This design comes from an exercise in tuning for small area, a short achievable clock period and few clock cycles per item on the open sky130 flow, not from production work.
For this run, only the layout was checked, not whether the RTL still works.
No activity file was given, so power comes from the tool's default toggle rates.

==> flow/design.v <==
module rafter_sweep (
    input  wire         clk,
    input  wire         rst,
    input  wire         in_valid,
    output reg          in_ready,
    input  wire         first_pass,    
    input  wire         present,       
    input  wire [9:0]   p_i,           
    input  wire [15:0]  p_a,           
    input  wire [2:0]   p_h,           
    input  wire [31:0]  p_t,           
    input  wire [9:0]   ipeak,
    input  wire [31:0]  hold,
    input  wire [9:0]   decay,
    input  wire [3:0]   edge_count,    
    input  wire [63:0]  e_d,           
    input  wire [63:0]  e_a,           
    input  wire [63:0]  e_mask,        
    input  wire [87:0]  e_speed,       
    input  wire [79:0]  s_i,           
    input  wire [127:0] s_a,           
    input  wire [23:0]  s_h,           
    output reg          out_valid,
    input  wire         out_ready,
    output wire [9:0]   q_i,
    output wire [15:0]  q_a,
    output wire [2:0]   q_h,
    output wire [31:0]  q_t,
    output wire         refreshed
);
    function automatic gt10(input [9:0] a, input [9:0] b);
        integer i;
        reg     cy;
        begin
            cy = 1'b0;
            for (i = 0; i < 10; i = i + 1)
                cy = (a[i] & ~b[i]) | ((a[i] | ~b[i]) & cy);
            gt10 = cy;
        end
    endfunction
    wire [7:0]  pv_d;
    wire [79:0] c_d;
    genvar g;
    generate
        for (g = 0; g < 8; g = g + 1) begin : edge_p
            wire [7:0]  a    = e_a[g*8 +: 8];
            wire [7:0]  mask = e_mask[g*8 +: 8];
            wire [9:0]  si   = s_i[g*10 +: 10];
            wire [2:0]  sh   = s_h[g*3 +: 3];
            wire [10:0] df   = {1'b0, si} - {3'b000, a};    
            wire        d_ok;
            rs_dcmp u_dcmp (
                .d     (e_d[g*8 +: 8]),
                .spd   (e_speed[g*11 +: 11]),
                .sa    (s_a[g*16 +: 11]),
                .sa_hi (|s_a[g*16+11 +: 5]),
                .ok    (d_ok)
            );
            assign pv_d[g]          = !present && (edge_count > g) && mask[sh] && !df[10] && d_ok;
            assign c_d[g*10 +: 10]  = df[9:0];
        end
    endgenerate
    reg         v0;
    reg         r_first_pass, r_present;
    reg [9:0]   r_p_i;
    reg [15:0]  r_p_a;
    reg [2:0]   r_p_h;
    reg [31:0]  r_p_t;
    reg [9:0]   r_ipeak;
    reg [31:0]  r_hold;
    reg [9:0]   r_decay;
    reg [7:0]   r_pv;
    reg [79:0]  r_c;
    reg [23:0]  r_s_h;
    always @(posedge clk) begin
        v0           <= !rst && acc;
        r_first_pass <= first_pass;
        r_present    <= present;
        r_p_i        <= p_i;
        r_p_a        <= p_a;
        r_p_h        <= p_h;
        r_p_t        <= p_t;
        r_ipeak      <= ipeak;
        r_hold       <= hold;
        r_decay      <= decay;
        r_pv         <= pv_d;
        r_c          <= c_d;
        r_s_h        <= s_h;
    end
    wire        inj     = r_first_pass && r_present && (r_p_i < r_ipeak);
    wire        t_zero  = (r_p_t == 32'd0);
    wire        do_dec  = r_first_pass && !r_present && !t_zero;
    wire        do_fade = r_first_pass && !r_present && t_zero;
    wire [9:0]  faded   = (r_p_i > r_decay) ? r_p_i - r_decay : 10'd0;
    wire [9:0]  i0      = inj ? r_ipeak : (do_fade ? faded : r_p_i);
    wire        h_clr   = do_fade && (faded == 10'd0);
    wire        t_hold0 = r_first_pass && r_present;
    wire [31:0] t0      = r_p_t - {31'd0, do_dec};
    wire [7:0]  v;
    wire [9:0]  c  [0:7];
    wire [2:0]  hh [0:7];
    generate
        for (g = 0; g < 8; g = g + 1) begin : edge_q
            assign v[g]  = r_pv[g] && (r_c[g*10 +: 10] != 10'd0);
            assign c[g]  = r_c[g*10 +: 10];
            assign hh[g] = r_s_h[g*3 +: 3];
        end
    endgenerate
    wire [3:0] r1, m1v;
    generate
        for (g = 0; g < 4; g = g + 1) begin : lvl1
            assign r1[g]  = v[2*g+1] && (!v[2*g] || gt10(c[2*g+1], c[2*g]));
            assign m1v[g] = v[2*g] || v[2*g+1];
        end
    endgenerate
    wire [9:0] m2c [0:1];
    wire [2:0] m2h [0:1];
    wire [1:0] m2v;
    generate
        for (g = 0; g < 2; g = g + 1) begin : lvl2
            wire [3:0] x;
            assign x[0] = gt10(c[4*g+2], c[4*g]);
            assign x[1] = gt10(c[4*g+2], c[4*g+1]);
            assign x[2] = gt10(c[4*g+3], c[4*g]);
            assign x[3] = gt10(c[4*g+3], c[4*g+1]);
            wire       gtr = x[{r1[2*g+1], r1[2*g]}];
            wire       r2  = m1v[2*g+1] && (!m1v[2*g] || gtr);
            wire [3:0] pk;
            assign pk[0] = !r2 && !r1[2*g];
            assign pk[1] = !r2 &&  r1[2*g];
            assign pk[2] =  r2 && !r1[2*g+1];
            assign pk[3] =  r2 &&  r1[2*g+1];
            assign m2c[g] = ({10{pk[0]}} & c[4*g])   | ({10{pk[1]}} & c[4*g+1]) |
                            ({10{pk[2]}} & c[4*g+2]) | ({10{pk[3]}} & c[4*g+3]);
            assign m2h[g] = ({3{pk[0]}} & hh[4*g])   | ({3{pk[1]}} & hh[4*g+1]) |
                            ({3{pk[2]}} & hh[4*g+2]) | ({3{pk[3]}} & hh[4*g+3]);
            assign m2v[g] = m1v[2*g] || m1v[2*g+1];
        end
    endgenerate
    wire       r3  = m2v[1] && (!m2v[0] || gt10(m2c[1], m2c[0]));
    wire [9:0] mc  = r3 ? m2c[1] : m2c[0];
    wire [2:0] mh  = r3 ? m2h[1] : m2h[0];
    wire       mv  = m2v[0] || m2v[1];
    wire take = mv && gt10(mc, i0);
    wire sust = mv && !gt10(i0, mc);
    wire [61:0] res = {
        take ? mc : i0,
        (take || inj) ? 16'd0 : r_p_a,
        take ? mh : (h_clr ? 3'd0 : r_p_h),
        (sust || t_hold0) ? r_hold : t0,
        take || inj
    };
    reg [61:0] hd, s1, s2;
    reg [1:0]  cnt;
    wire       vq     = (cnt != 2'd0);                  
    wire       rdy    = !((cnt == 2'd3) || (cnt == 2'd2 && v0));   
    wire       deliver = vq && out_ready;
    wire       acc    = in_valid && rdy;
    wire [2:0] base   = {1'b0, cnt} + {2'd0, v0};
    wire [1:0] cnt_d  = base[1:0] - 2'd1;
    wire [1:0] cnt_n  = deliver ? cnt_d : base[1:0];
    wire       val_n  = deliver ? (base >= 3'd2) : (base != 3'd0);
    wire       rdy_d  = !acc || (base <= 3'd2);
    wire       rdy_k  = acc ? (base <= 3'd1) : (base <= 3'd2);
    wire       rdy_n  = deliver ? rdy_d : rdy_k;
    always @(posedge clk) begin
        if (!vq || out_ready)               hd <= (cnt >= 2'd2) ? s1 : res;
        if (out_ready || cnt <= 2'd1)       s1 <= (cnt == 2'd3) ? s2 : res;
        if (out_ready || cnt <= 2'd2)       s2 <= res;
    end
    always @(posedge clk) begin
        if (rst) begin
            cnt       <= 2'd0;
            out_valid <= 1'b0;
            in_ready  <= 1'b1;
        end else begin
            cnt       <= cnt_n;
            out_valid <= val_n;
            in_ready  <= rdy_n;
        end
    end
    assign {q_i, q_a, q_h, q_t, refreshed} = hd;
endmodule
module rs_dcmp (
    input  wire [7:0]  d,
    input  wire [10:0] spd,
    input  wire [10:0] sa,       
    input  wire        sa_hi,    
    output wire        ok
);
    wire [87:0] pn;
    genvar i, j;
    generate
        for (i = 0; i < 8; i = i + 1) begin : pr
            for (j = 0; j < 11; j = j + 1) begin : pc
                assign pn[i*11+j] = ~(d[i] & spd[j]);
            end
        end
    endgenerate
    wire w1, w2;
    rs_fa  uw1 (.a(pn[6]), .b(pn[16]), .c(1'b1), .s(w1), .co(w2));
    wire w3, w4;
    rs_fa  uw3 (.a(pn[7]), .b(pn[17]), .c(pn[27]), .s(w3), .co(w4));
    wire w5, w6;
    rs_fa  uw5 (.a(pn[37]), .b(pn[47]), .c(1'b1), .s(w5), .co(w6));
    wire w7, w8;
    rs_fa  uw7 (.a(pn[8]), .b(pn[18]), .c(pn[28]), .s(w7), .co(w8));
    wire w9, w10;
    rs_fa  uw9 (.a(pn[38]), .b(pn[48]), .c(pn[58]), .s(w9), .co(w10));
    wire w11, w12;
    rs_fa  uw11 (.a(pn[68]), .b(pn[78]), .c(1'b1), .s(w11), .co(w12));
    wire w13, w14;
    rs_fa  uw13 (.a(pn[9]), .b(pn[19]), .c(pn[29]), .s(w13), .co(w14));
    wire w15, w16;
    rs_fa  uw15 (.a(pn[39]), .b(pn[49]), .c(pn[59]), .s(w15), .co(w16));
    wire w17, w18;
    rs_fa  uw17 (.a(pn[69]), .b(pn[79]), .c(sa[1]), .s(w17), .co(w18));
    wire w19, w20;
    rs_fa  uw19 (.a(pn[10]), .b(pn[20]), .c(pn[30]), .s(w19), .co(w20));
    wire w21, w22;
    rs_fa  uw21 (.a(pn[40]), .b(pn[50]), .c(pn[60]), .s(w21), .co(w22));
    wire w23, w24;
    rs_fa  uw23 (.a(pn[70]), .b(pn[80]), .c(sa[2]), .s(w23), .co(w24));
    wire w25, w26;
    rs_fa  uw25 (.a(pn[21]), .b(pn[31]), .c(pn[41]), .s(w25), .co(w26));
    wire w27, w28;
    rs_fa  uw27 (.a(pn[51]), .b(pn[61]), .c(pn[71]), .s(w27), .co(w28));
    wire w29, w30;
    rs_fa  uw29 (.a(pn[81]), .b(sa[3]), .c(1'b1), .s(w29), .co(w30));
    wire w31, w32;
    rs_fa  uw31 (.a(pn[32]), .b(pn[42]), .c(pn[52]), .s(w31), .co(w32));
    wire w33, w34;
    rs_fa  uw33 (.a(pn[62]), .b(pn[72]), .c(pn[82]), .s(w33), .co(w34));
    wire w35, w36;
    rs_fa  uw35 (.a(pn[43]), .b(pn[53]), .c(pn[63]), .s(w35), .co(w36));
    wire w37, w38;
    rs_fa  uw37 (.a(pn[4]), .b(pn[14]), .c(1'b1), .s(w37), .co(w38));
    wire w39, w40;
    rs_fa  uw39 (.a(pn[5]), .b(pn[15]), .c(pn[25]), .s(w39), .co(w40));
    wire w41, w42;
    rs_fa  uw41 (.a(pn[35]), .b(pn[45]), .c(1'b1), .s(w41), .co(w42));
    wire w43, w44;
    rs_fa  uw43 (.a(w1), .b(pn[26]), .c(pn[36]), .s(w43), .co(w44));
    wire w45, w46;
    rs_fa  uw45 (.a(pn[46]), .b(pn[56]), .c(pn[66]), .s(w45), .co(w46));
    wire w47, w48;
    rs_fa  uw47 (.a(w2), .b(w3), .c(w5), .s(w47), .co(w48));
    wire w49, w50;
    rs_fa  uw49 (.a(pn[57]), .b(pn[67]), .c(pn[77]), .s(w49), .co(w50));
    wire w51, w52;
    rs_fa  uw51 (.a(w4), .b(w6), .c(w7), .s(w51), .co(w52));
    wire w53, w54;
    rs_fa  uw53 (.a(w9), .b(w11), .c(sa[0]), .s(w53), .co(w54));
    wire w55, w56;
    rs_fa  uw55 (.a(w8), .b(w10), .c(w12), .s(w55), .co(w56));
    wire w57, w58;
    rs_fa  uw57 (.a(w13), .b(w15), .c(w17), .s(w57), .co(w58));
    wire w59, w60;
    rs_fa  uw59 (.a(w14), .b(w16), .c(w18), .s(w59), .co(w60));
    wire w61, w62;
    rs_fa  uw61 (.a(w19), .b(w21), .c(w23), .s(w61), .co(w62));
    wire w63, w64;
    rs_fa  uw63 (.a(w20), .b(w22), .c(w24), .s(w63), .co(w64));
    wire w65, w66;
    rs_fa  uw65 (.a(w25), .b(w27), .c(w29), .s(w65), .co(w66));
    wire w67, w68;
    rs_fa  uw67 (.a(w26), .b(w28), .c(w30), .s(w67), .co(w68));
    wire w69, w70;
    rs_fa  uw69 (.a(w31), .b(w33), .c(sa[4]), .s(w69), .co(w70));
    wire w71, w72;
    rs_fa  uw71 (.a(w32), .b(w34), .c(w35), .s(w71), .co(w72));
    wire w73, w74;
    rs_fa  uw73 (.a(pn[73]), .b(pn[83]), .c(sa[5]), .s(w73), .co(w74));
    wire w75, w76;
    rs_fa  uw75 (.a(w36), .b(pn[54]), .c(pn[64]), .s(w75), .co(w76));
    wire w77, w78;
    rs_fa  uw77 (.a(pn[74]), .b(pn[84]), .c(sa[6]), .s(w77), .co(w78));
    wire w79, w80;
    rs_fa  uw79 (.a(pn[65]), .b(pn[75]), .c(pn[85]), .s(w79), .co(w80));
    wire w81, w82;
    rs_fa  uw81 (.a(pn[3]), .b(pn[13]), .c(1'b1), .s(w81), .co(w82));
    wire w83, w84;
    rs_fa  uw83 (.a(w37), .b(pn[24]), .c(pn[34]), .s(w83), .co(w84));
    wire w85, w86;
    rs_fa  uw85 (.a(w38), .b(w39), .c(w41), .s(w85), .co(w86));
    wire w87, w88;
    rs_fa  uw87 (.a(w40), .b(w42), .c(w43), .s(w87), .co(w88));
    wire w89, w90;
    rs_fa  uw89 (.a(w44), .b(w46), .c(w47), .s(w89), .co(w90));
    wire w91, w92;
    rs_fa  uw91 (.a(w48), .b(w50), .c(w51), .s(w91), .co(w92));
    wire w93, w94;
    rs_fa  uw93 (.a(w52), .b(w54), .c(w55), .s(w93), .co(w94));
    wire w95, w96;
    rs_fa  uw95 (.a(w56), .b(w58), .c(w59), .s(w95), .co(w96));
    wire w97, w98;
    rs_fa  uw97 (.a(w60), .b(w62), .c(w63), .s(w97), .co(w98));
    wire w99, w100;
    rs_fa  uw99 (.a(w64), .b(w66), .c(w67), .s(w99), .co(w100));
    wire w101, w102;
    rs_fa  uw101 (.a(w68), .b(w70), .c(w71), .s(w101), .co(w102));
    wire w103, w104;
    rs_fa  uw103 (.a(w72), .b(w74), .c(w75), .s(w103), .co(w104));
    wire w105, w106;
    rs_fa  uw105 (.a(w76), .b(w78), .c(w79), .s(w105), .co(w106));
    wire w107, w108;
    rs_fa  uw107 (.a(w80), .b(pn[76]), .c(pn[86]), .s(w107), .co(w108));
    wire w109, w110;
    rs_fa  uw109 (.a(pn[2]), .b(pn[12]), .c(1'b1), .s(w109), .co(w110));
    wire w111, w112;
    rs_fa  uw111 (.a(w81), .b(pn[23]), .c(pn[33]), .s(w111), .co(w112));
    wire w113, w114;
    rs_fa  uw113 (.a(w82), .b(w83), .c(pn[44]), .s(w113), .co(w114));
    wire w115, w116;
    rs_fa  uw115 (.a(w84), .b(w85), .c(pn[55]), .s(w115), .co(w116));
    wire w117, w118;
    rs_fa  uw117 (.a(w86), .b(w87), .c(w45), .s(w117), .co(w118));
    wire w119, w120;
    rs_fa  uw119 (.a(w88), .b(w89), .c(w49), .s(w119), .co(w120));
    wire w121, w122;
    rs_fa  uw121 (.a(w90), .b(w91), .c(w53), .s(w121), .co(w122));
    wire w123, w124;
    rs_fa  uw123 (.a(w92), .b(w93), .c(w57), .s(w123), .co(w124));
    wire w125, w126;
    rs_fa  uw125 (.a(w94), .b(w95), .c(w61), .s(w125), .co(w126));
    wire w127, w128;
    rs_fa  uw127 (.a(w96), .b(w97), .c(w65), .s(w127), .co(w128));
    wire w129, w130;
    rs_fa  uw129 (.a(w98), .b(w99), .c(w69), .s(w129), .co(w130));
    wire w131, w132;
    rs_fa  uw131 (.a(w100), .b(w101), .c(w73), .s(w131), .co(w132));
    wire w133, w134;
    rs_fa  uw133 (.a(w102), .b(w103), .c(w77), .s(w133), .co(w134));
    wire w135, w136;
    rs_fa  uw135 (.a(w104), .b(w105), .c(sa[7]), .s(w135), .co(w136));
    wire w137, w138;
    rs_fa  uw137 (.a(w106), .b(w107), .c(sa[8]), .s(w137), .co(w138));
    wire w139, w140;
    rs_fa  uw139 (.a(w108), .b(pn[87]), .c(sa[9]), .s(w139), .co(w140));
    wire [19:0] r1n = {1'b1, w140, w138, w136, w134, w132, w130, w128, w126, w124, w122, w120, w118, w116, w114, w112, w110, w109, pn[1], pn[0]};
    wire [19:0] r2n = {1'b1, sa[10], w139, w137, w135, w133, w131, w129, w127, w125, w123, w121, w119, w117, w115, w113, w111, pn[22], pn[11], 1'b1};
    wire [18:0] gg = r1n[18:0] & r2n[18:0];
    wire [18:0] pp = r1n[18:0] | r2n[18:0];
    wire cg1 = gg[1] | (pp[1] & pp[0]);
    wire cg2 = gg[3] | (pp[3] & gg[2]);
    wire cp2 = pp[3] & pp[2];
    wire cg3 = cg2 | (cp2 & cg1);
    wire cg4 = gg[5] | (pp[5] & gg[4]);
    wire cp4 = pp[5] & pp[4];
    wire cg5 = gg[8] | (pp[8] & gg[7]);
    wire cp5 = pp[8] & pp[7];
    wire cg6 = cg5 | (cp5 & gg[6]);
    wire cp6 = cp5 & pp[6];
    wire cg7 = cg6 | (cp6 & cg4);
    wire cp7 = cp6 & cp4;
    wire cg8 = cg7 | (cp7 & cg3);
    wire cg9 = gg[10] | (pp[10] & gg[9]);
    wire cp9 = pp[10] & pp[9];
    wire cg10 = gg[13] | (pp[13] & gg[12]);
    wire cp10 = pp[13] & pp[12];
    wire cg11 = cg10 | (cp10 & gg[11]);
    wire cp11 = cp10 & pp[11];
    wire cg12 = cg11 | (cp11 & cg9);
    wire cp12 = cp11 & cp9;
    wire cg13 = gg[15] | (pp[15] & gg[14]);
    wire cp13 = pp[15] & pp[14];
    wire cg14 = gg[18] | (pp[18] & gg[17]);
    wire cp14 = pp[18] & pp[17];
    wire cg15 = cg14 | (cp14 & gg[16]);
    wire cp15 = cp14 & pp[16];
    wire cg16 = cg15 | (cp15 & cg13);
    wire cp16 = cp15 & cp13;
    wire cg17 = cg16 | (cp16 & cg12);
    wire cp17 = cp16 & cp12;
    wire cg18 = cg17 | (cp17 & cg8);
    wire u19 = r1n[19] ^ r2n[19] ^ cg18;
    assign ok = sa_hi | u19;
endmodule
module rs_fa (
    input  wire a, b, c,
    output wire s, co
);
    assign s  = a ^ b ^ c;
    assign co = (a & b) | (a & c) | (b & c);
endmodule
==> flow/flow/run.sh <==
#!/bin/bash
# The standard layout, with the port buffers made of the platform's
# smallest buffer (buf_1), and timing repair asked to leave 29.6 ns of setup
# slack at the design's 40 ns clock.
set -euo pipefail
export BUFFER_PORTS_ARGS="-buffer_cell sky130_fd_sc_hd__buf_1"
export SETUP_SLACK_MARGIN=29.6
export TNS_END_PERCENT=100
bash standard.sh > standard.log 2>&1
==> flow/standard.sh <==
#!/bin/bash
# synth_recipe.tcl (not shown) runs the flow's synth.tcl, then flattens the netlist and writes it again
# the make line also repeats each setting of config.mk as NAME=value (left out here)
make -C /OpenROAD-flow-scripts/flow DESIGN_CONFIG=/design/flow/config.mk WORK_HOME=/design/flow/orfs CLKGATE_MAP_FILE= SYNTH_SCRIPT=/design/flow/synth_recipe.tcl "${@:-finish}"
==> flow/config.mk <==
export PLATFORM = sky130hd
export DESIGN_NAME = rafter_sweep
export DESIGN_NICKNAME = rafter_sweep
export VERILOG_FILES = /design/flow/design.v
export SDC_FILE = /design/flow/constraint.sdc
export NUM_CORES = 4
export LEC_CHECK = 0
export CAP_MARGIN = 20
export CORE_MARGIN = 2
export CORE_UTILIZATION = 40
export CTS_CLUSTER_DIAMETER = 200
export CTS_CLUSTER_SIZE = 20
export SLEW_MARGIN = 20
export SYNTH_HIERARCHICAL = 1
export SYNTH_MINIMUM_KEEP_SIZE = 0
==> flow/constraint.sdc <==
create_clock -name core_clock -period 40.0 [get_ports {clk}]
set_input_delay 8.0000 -clock core_clock [delete_from_list [all_inputs] [get_ports {clk}]]
set_output_delay 8.0000 -clock core_clock [all_outputs]
set_load 0.01 [all_outputs]
==> run summary <==
## per-module statistics from Yosys, one instance, submodules excluded
module        area, sq um  flip-flops and latches  cells inside
rafter_sweep        21400                     418          2150
rs_dcmp               673                       0           146
rs_fa                20.0                       0             1
## cell type report
cell class,instances,area (sq um)
well taps,1265,1580
repair buffers,780,4610
fillers,8963,49400
inverters,236,886
flip-flops and latches,418,10200
clock buffers,42,699
multi-input cells,3085,27100
diodes,16,40.0
## state kept, by name, indices dropped and copies added (netlist names), 2 cells and up
name,flops
r_decay,10
r_s_h,24
r_p_t,32
s2,62
r_p_i,10
s1,62
r_c,80
r_p_h,3
r_pv,8
cnt,2
hd,62
r_p_a,16
r_hold,32
r_ipeak,10
## through the flow
stage	cell area [sq um]	std cells	hold slack (ns)	setup slack, ns	util, %
after floorplan	39700	3934	0.496	28.25	-
after global placement	42200	5716	0.501	27.42	44.6
after detailed placement	42200	5716	0.513	27.43	44.6
after CTS	44500	5806	0.535	28.49	47.1
after global routing	45200	5837	0.552	28.41	47.7
final	45200	5842	0.534	28.55	47.8
## power by group through the flow
stage | clock, W | combinational (W) | sequential [W]
after floorplan | 0 | 0.000788 | 0.000678
after global placement | 0 | 0.00105 | 0.000679
after detailed placement | 0 | 0.00106 | 0.000682
after CTS | 0.000276 | 0.00111 | 0.000672
after global routing | 0.000290 | 0.00128 | 0.000685
final | 0.000266 | 0.00114 | 0.000672
## per-layer routing
metal / GRT usage (%) / wire, um / vias up
li1: - / - / 14500
met1: 32.2 / 49300 / 15600
met2: 40.0 / 57200 / 1190
met3: 3.27 / 7310 / 207
met4: 7.59 / 4270 / 26
met5: 0 / 176 / -
## worst paths after layout
path,from,end,slack [ns]
worst max-delay path,e_d[12],r_pv[1]$_DFF_P_,28.55
worst max register to register,r_c[59]$_DFF_P_,hd[36]$_DFFE_PP_,31.84
worst min register to register,s2[16]$_DFFE_PP_,s1[16]$_DFFE_PP_,0.53
worst min-delay path,s2[16]$_DFFE_PP_,s1[16]$_DFFE_PP_,0.53
## layout by cell type, fill, tap and decap left out, types with 19 or more instances in the layout
master | Yosys | routed
buf_4 | 0 | 100
buf_12 | 0 | 45
nand2b_1 | 71 | 70
buf_6 | 13 | 38
a21o_1 | 78 | 78
nor4_1 | 23 | 23
o21ai_0 | 90 | 90
o211ai_1 | 31 | 31
ha_1 | 92 | 92
nor3_1 | 61 | 61
dfxtp_1 | 232 | 231
nor2b_1 | 53 | 53
a31oi_1 | 71 | 71
nand2_1 | 928 | 872
xnor2_1 | 31 | 31
o22ai_1 | 34 | 30
nand3_1 | 27 | 27
a22oi_1 | 23 | 23
a211oi_1 | 48 | 44
a21oi_1 | 72 | 66
fa_1 | 570 | 407
and2_1 | 25 | 24
clkbuf_16 | 0 | 26
nand2_2 | 0 | 41
conb_1 | 8 | 64
nor2_1 | 132 | 127
o21ai_1 | 102 | 102
maj3_1 | 26 | 26
fa_2 | 0 | 163
buf_8 | 0 | 19
mux2i_1 | 58 | 58
xor2_1 | 71 | 71
edfxtp_1 | 186 | 186
buf_1 | 3 | 554
inv_1 | 233 | 233
## cells by family (layout without fill, tap and decap cells)
| group | Yosys count | in the layout | share of synthesized area, % |
|---|---|---|---|
| and+or+nand+nor | 1419 | 1419 | 16.4 |
| adders and majority gates | 690 | 690 | 33.8 |
| xor gates and xnor gates | 102 | 102 | 2.35 |
| DFF | 418 | 418 | 26.9 |
| buffers and inverters | 431 | 1058 | 4.54 |
| other | 8 | 80 | 0.0790 |
| AOI/OAI and AO/OA | 718 | 718 | 12.9 |
| muxes | 92 | 92 | 3.03 |
## tightest hold or removal path, delay by kind of cell (launching register included)
kind             cells  cell delay (ns)
flip-flops           1             0.33
AO/OA/AOI/OAI        1             0.06
AND/OR/NAND/NOR      1             0.04
## what timing repair did
action | CTS | global route
buffers inserted | 48 | 18
pin swaps | 81 | 86
gates cloned | 0 | 1
hold buffers | 0 | 0
gates resized for setup | 465 | 126
endpoints found under the hold margin | 0 | 0
setup endpoints to repair | 8 | 8
==> load_flow_metrics.sql <==
INSERT INTO impl_metrics (metric_group, metric, value, unit) VALUES
('worst_setup_path', 'cpMaxStageDelayCell', 'fa_1', ''),
('layout', 'synthToLayoutAreaGrowth', '18.8', '%'),
('timing', 'setup-tns-final', '0', 'ns'),
('global_route', 'grt_overflow', '0', ''),
('placement', 'port_buffers', '698', ''),
('floorplan', 'die_outline_height', '312', 'um'),
('run_status', 'outcome', 'no timing/DRC/antenna violations', ''),
('route', 'drt_iter0_markers', '2161', ''),
('yosys', 'postSynthCellCount', '3878', ''),
('worst_setup_path', 'end_kind', 'flip-flop', ''),
('global_route', 'grt_usage', '23.9', '%'),
('clock_tree', 'cts_tree', 'done', ''),
('worst_setup_path', 'path_buf_inv', '1', ''),
('timing', 'layout_worst_path_cycle_share', '28.6', '%'),
('yosys', 'synth.ff_latch_count', '418', ''),
('power', 'cellInternalPower', '0.00122', 'W'),
('yosys', 'post_synth.cell_area_avg', '9.80', 'sq um'),
('power', 'static-leakage-power', '17.5', 'nW'),
('route', 'via_per_inst', '5.39', ''),
('yosys', 'synth-warning-count', '7', ''),
('clock_tree', 'library_cell_used_as_clock_root_buffer', 'clkbuf_16', ''),
('worst_setup_path', 'timing.critical_path.from_type', 'input port', ''),
('floorplan', 'core-area', '94600', 'sq um'),
('clock_tree', 'cts_buffers', '24', ''),
('layout', 'post_route_cells_drive_above_1_share', '12.8', '%'),
('global_route', 'antenna_found_initial', '31', ''),
('worst_setup_path', 'worstPathArrival', '11.98', 'ns'),
('worst_setup_path', 'crit_top_cell', 'fa_1', ''),
('yosys', 'synthArstFlopShare', '0', '%'),
('timing', 'max_freq', '0.0874', 'GHz'),
('floorplan', 'boundaryPins', '699', ''),
('route', 'drt_pass1_iterations', '7', ''),
('worst_setup_path', 'crit_family', 'adder cells', ''),
('flow_run', 'drv_cap', '0', ''),
('yosys', 'synth-seq-area-share', '26.9', '%'),
('timing', 'unrepaired_setup_endpoints_after_global_routing', 'yes', ''),
('worst_setup_path', 'path_class', 'in2reg', ''),
('timing', 'report.final.setup_viol', '0', ''),
('yosys', 'synth_largest_area_cell', 'fa_1', ''),
('global_route', 'grt_first_pass_wirelength', '183000', 'um'),
('route', 'detail_route.drc_violations', '0', ''),
('yosys', 'synth_largest_type_area_fraction', '30.0', '%'),
('route', 'drt.antenna.violating_nets', '0', ''),
('route', 'wirelength', '118000', 'um'),
('power', 'power_frac_clock', '12.8', '%'),
('yosys', 'synth_flop_cell', 'dfxtp_1', ''),
('yosys', 'post-synth-top-count-cell', 'nand2_1', ''),
('route', 'vias', '31500', ''),
('placement', 'hpwlAfterDp', '96000', 'um'),
('yosys', 'syn_area', '38000', 'sq um'),
('yosys', 'synth.top_cells.by_count', 'nand2_1 (928), fa_1 (570), inv_1 (233)', ''),
('timing', 'number_of_failing_hold_endpoints_at_the_final_stage', '0', ''),
('worst_setup_path', 'critical_path.max_stage_delay', '0.59', 'ns'),
('power', 'netSwitchingPower', '0.000859', 'W'),
('floorplan', 'std_cell_rows', '113', ''),
('clock_tree', 'ctsHtreeMaxLevel', '1', ''),
('global_route', 'first_global_vias', '31700', ''),
('power', 'pwr_density_cell', '46.1', 'nW/um^2'),
('worst_setup_path', 'timing.critical_path.fanout_max', '11', ''),
('yosys', 'netlist-cell-type-count', '85', ''),
('worst_setup_path', 'crit_chain', 'buf_12, nand2_2, fa_1, fa_1, fa_1, fa_1, o22ai_1, or3_1, or4_4, o211ai_1, or4b_4, a21oi_2', ''),
('timing', 'timing.slew.headroom', '24.4', '%'),
('power', 'swShare', '41.2', '%'),
('clock_tree', 'cts_max_path_buffers', '3', ''),
('power', 'vdd.ir_drop.worst', '0.0300', 'mV'),
('timing', 'skew', '0.0331', 'ns'),
('layout', 'nNetsFinal', '5842', ''),
('floorplan', 'design.die.area', '97500', 'sq um'),
('clock_tree', 'cts.reportedPaths.clkPinSlew', '0.10', 'ns'),
('timing', 'post-route-min-period', '11.45', 'ns'),
('hold_path', 'hold_path_depth', '2', '');

## static timing again, ports no longer ideal
The flow's constraints put no driver on any port. The routed layout listed below was extracted and timed again, unchanged, in two steps.
Step 1 sets driving cells, clkbuf_16 on the clock port and buf_2 on the other inputs (assumed; they add their load-dependent delay and slew).
Step 2 also shifts input and output timing later by t, the mid clock arrival at the registers, as if the neighbouring blocks saw the same clock.
a / b / c = no drivers / after step 1 / after step 2; a / b = the first two.
t, ns: 0.640
setup slack, ns: 28.552 / 28.542 / 27.902
pins driven straight from the clock port: 1
After both steps setup and hold are still met in this run. For this run, drivers alone change the setup slack by -0.010 ns; drivers and shift together by -0.650 ns.
